Context: an optimization exercise on an open-source flow, tuned for small area. The choices shown serve that exercise and are no tape-out recipe. Only simulation tests tie the RTL to the original design; equivalence was not proved.

==> run a: inputs <==
Design rdsp_acc_unit, start of the top module:
module rdsp_acc_unit (
    input  wire        clk,
    input  wire        rst,
    input  wire        in_valid,
    input  wire [3:0]  in_op,
    input  wire [1:0]  in_ad,
    input  wire [1:0]  in_as,
    input  wire [31:0] in_s,
    input  wire [31:0] in_t,
    input  wire [31:0] in_x,
    input  wire [4:0]  in_sh,
    input  wire [1:0]  in_w,
    input  wire [4:0]  in_b,
    input  wire        in_sat,
    input  wire        clr_sticky,
    output reg         out_xv,
    output reg  [31:0] out_x,
    output reg         out_fv,
    output reg         out_z,
    output reg         out_n,
    output reg         out_av,
    output reg         out_lv
);
Settings: LEC_CHECK=0, CAP_MARGIN=20, CORE_MARGIN=2, CORE_UTILIZATION=50, PLACE_DENSITY=0.7, SLEW_MARGIN=20, SYNTH_HIERARCHICAL=1; clock period 12.0 ns.
standard.sh (not shown) runs the stock make flow with config.mk's settings and CLKGATE_MAP_FILE= SYNTH_SCRIPT=/design/flow/synth_recipe.tcl, a recipe that flattens the netlist after the stock synthesis.
==> flow/flow/run.sh <==
#!/bin/bash
# The standard layout (the standard.sh: standard synthesis, floorplan,
# placement, CTS, routing), with two changes:
#  - the buffers that placement puts on every input and output port are the
#    smallest buffer cell instead of the delay-cell buffer buffer_ports picks
#    by itself (timing repair still resizes them where timing needs it);
#  - CTS clusters up to 20 sinks within 80 um per leaf buffer and adds no
#    dummy loads to the clock tree's leaves.
# make's full output goes to standard.log here; ORFS keeps each step's log
# under orfs/logs/.
set -euo pipefail
export BUFFER_PORTS_ARGS="-buffer_cell sky130_fd_sc_hd__buf_1"
export CTS_ARGS="-sink_clustering_enable -repair_clock_nets -dont_use_dummy_load -sink_clustering_size 20 -sink_clustering_max_diameter 80"
bash standard.sh > standard.log 2>&1
==> inputs of run b, as changes to run a <==
==> flow/run.sh (new file) <==
#!/bin/bash
# synth_recipe.tcl (not shown) runs the flow's synth.tcl, then flattens the netlist and writes it again
# the make line also repeats each setting of config.mk as NAME=value (left out here)
make -C /OpenROAD-flow-scripts/flow DESIGN_CONFIG=/design/flow/config.mk WORK_HOME=/design/flow/orfs CLKGATE_MAP_FILE= SYNTH_SCRIPT=/design/flow/synth_recipe.tcl finish
- CORE_UTILIZATION: 50 -> 40
- PLACE_DENSITY: 0.7 -> 0.6
removed: flow/flow/run.sh
removed: flow/standard.sh
==> comparison table <==
item	run a	run b
Run status	no timing/DRC/antenna violations	no timing/DRC/antenna violations
Crit path max fanout	18	38
Total met2 wirelength after detailed routing	56700 um	56100 um
Placed cell count	4059	4268
Stages on worst setup path	31	34
Slowest cell on the critical path	a211oi_1	clkdlybuf4s50_1
Routability congestion estimate	1.08	1.10
Number of non-clock buffers	360	373
Clock-pin transition on the worst setup and hold timing paths	80 ps	70 ps
Fmax	87.2 MHz	86.2 MHz
GR met1 Demand/Resource	62.9%	51.0%
First-pass GRT wire length	206000 um	200000 um
Number of filler cells placed in the layout	5366	7076
TritonRoute pass-1 iters	9	10
Ratio of cells with drive above 1 in the final layout	9.53%	10.7%
Latest clock arrival within the worst-skew pair	560 ps	600 ps
Portion of the layout cell area used by clock cells	1.37%	2.64%
Floorplan die area	0.0621 mm2	0.0774 mm2
FF-to-FF setup slack	2250 ps	2540 ps


==> garnet: inputs <==
Starting RTL as in the previous note.
## rdsp_acc_unit
module rdsp_acc_unit (
    input  wire        clk,
    input  wire        rst,
    input  wire        in_valid,
    input  wire [3:0]  in_op,
    input  wire [1:0]  in_ad,
    input  wire [1:0]  in_as,
    input  wire [31:0] in_s,
    input  wire [31:0] in_t,
    input  wire [31:0] in_x,
    input  wire [4:0]  in_sh,
    input  wire [1:0]  in_w,
    input  wire [4:0]  in_b,
    input  wire        in_sat,
    input  wire        clr_sticky,
    output reg         out_xv,
    output reg  [31:0] out_x,
    output reg         out_fv,
    output reg         out_z,
    output reg         out_n,
    output reg         out_av,
    output reg         out_lv
);
Settings: LEC_CHECK=0, CAP_MARGIN=20, CORE_MARGIN=2, CORE_UTILIZATION=40, PLACE_DENSITY=0.6, SLEW_MARGIN=20, SYNTH_HIERARCHICAL=1; clock period 12.0 ns.
==> flow/flow/run.sh <==
#!/bin/bash
# The standard layout (the standard.sh: standard synthesis, floorplan,
# placement, CTS, routing), with two changes:
#  - the buffers that placement puts on every input and output port are the
#    smallest buffer cell instead of the delay-cell buffer buffer_ports picks
#    by itself (timing repair still resizes them where timing needs it);
#  - CTS clusters up to 20 sinks within 80 um per leaf buffer and adds no
#    dummy loads to the clock tree's leaves.
# make's full output goes to standard.log here; ORFS keeps each step's log
# under orfs/logs/.
set -euo pipefail
export BUFFER_PORTS_ARGS="-buffer_cell sky130_fd_sc_hd__buf_1"
export CTS_ARGS="-sink_clustering_enable -repair_clock_nets -dont_use_dummy_load -sink_clustering_size 20 -sink_clustering_max_diameter 80"
bash standard.sh > standard.log 2>&1
==> delta: changes against garnet <==
==> flow/flow/run.sh (replaced) <==
#!/bin/bash
# The standard layout (the standard.sh: standard synthesis, floorplan,
# placement, CTS, routing), with one change: the buffers that placement puts
# on every input and output port are the smallest buffer cell instead of the
# delay cell buffer_ports picks by itself. Timing repair still resizes them
# where timing needs it. make's full output goes to standard.log here; ORFS
# keeps each step's log under orfs/logs/.
set -euo pipefail
export BUFFER_PORTS_ARGS="-buffer_cell sky130_fd_sc_hd__buf_1"
bash standard.sh > standard.log 2>&1
==> impl_metrics.yaml <==
sta:
  relSlewSlack: 0.2373
  fmax_mhz: 88.22
route:
  vias: 29099
cells_and_area:
  clk_share: 0.02700
outcome:
  outcome: "no timing/DRC/antenna violations"
[end of results for delta]
==> impl_metrics.yaml <==
outcome:
  outcome: "no timing/DRC/antenna violations"
sta:
  fmax_mhz: 88.44
  relSlewSlack: 0.2388
setup_path:
  rr_startpoint: "r_we$_DFF_P_"
  start_kind: "primary input"
route:
  vias: 29067
[end of results for garnet]

-- port drivers added, routing unchanged --
How much do the figures lean on ideal ports? The routed layouts below were timed once more, with nothing changed but the port constraints. Step 1 assumes that a clkbuf_16 drives the clock port and a buf_2 every other input. Step 2, shift: input delay + t, output delay - t, t = (earliest + latest rising clock arrival at the registers) / 2. This alone moves slack from input paths to output paths. Three values: ideal, step 1, step 2; two values: the first two.
run	shift t [ns]	setup slack, ns	worst register clock-pin slew, ns	worst slew at a driven data input, ns	pins driven straight from the clock port
run a	0.581	0.533 / 0.562 / -0.018	0.09 / 0.09	0.07	1
run b	0.639	0.395 / 0.411 / -0.228	0.08 / 0.08	0.08	1
garnet	0.590	0.693 / 0.636 / 0.047	0.09 / 0.09	0.12	1
delta	0.649	0.665 / 0.592 / -0.057	0.08 / 0.08	0.13	1
Met with ideal ports but missed after step 2: setup timing in run a, run b and delta. The setup slack of delta, which loses most, moves by -0.073 ns with the drivers and by -0.722 ns with both steps.
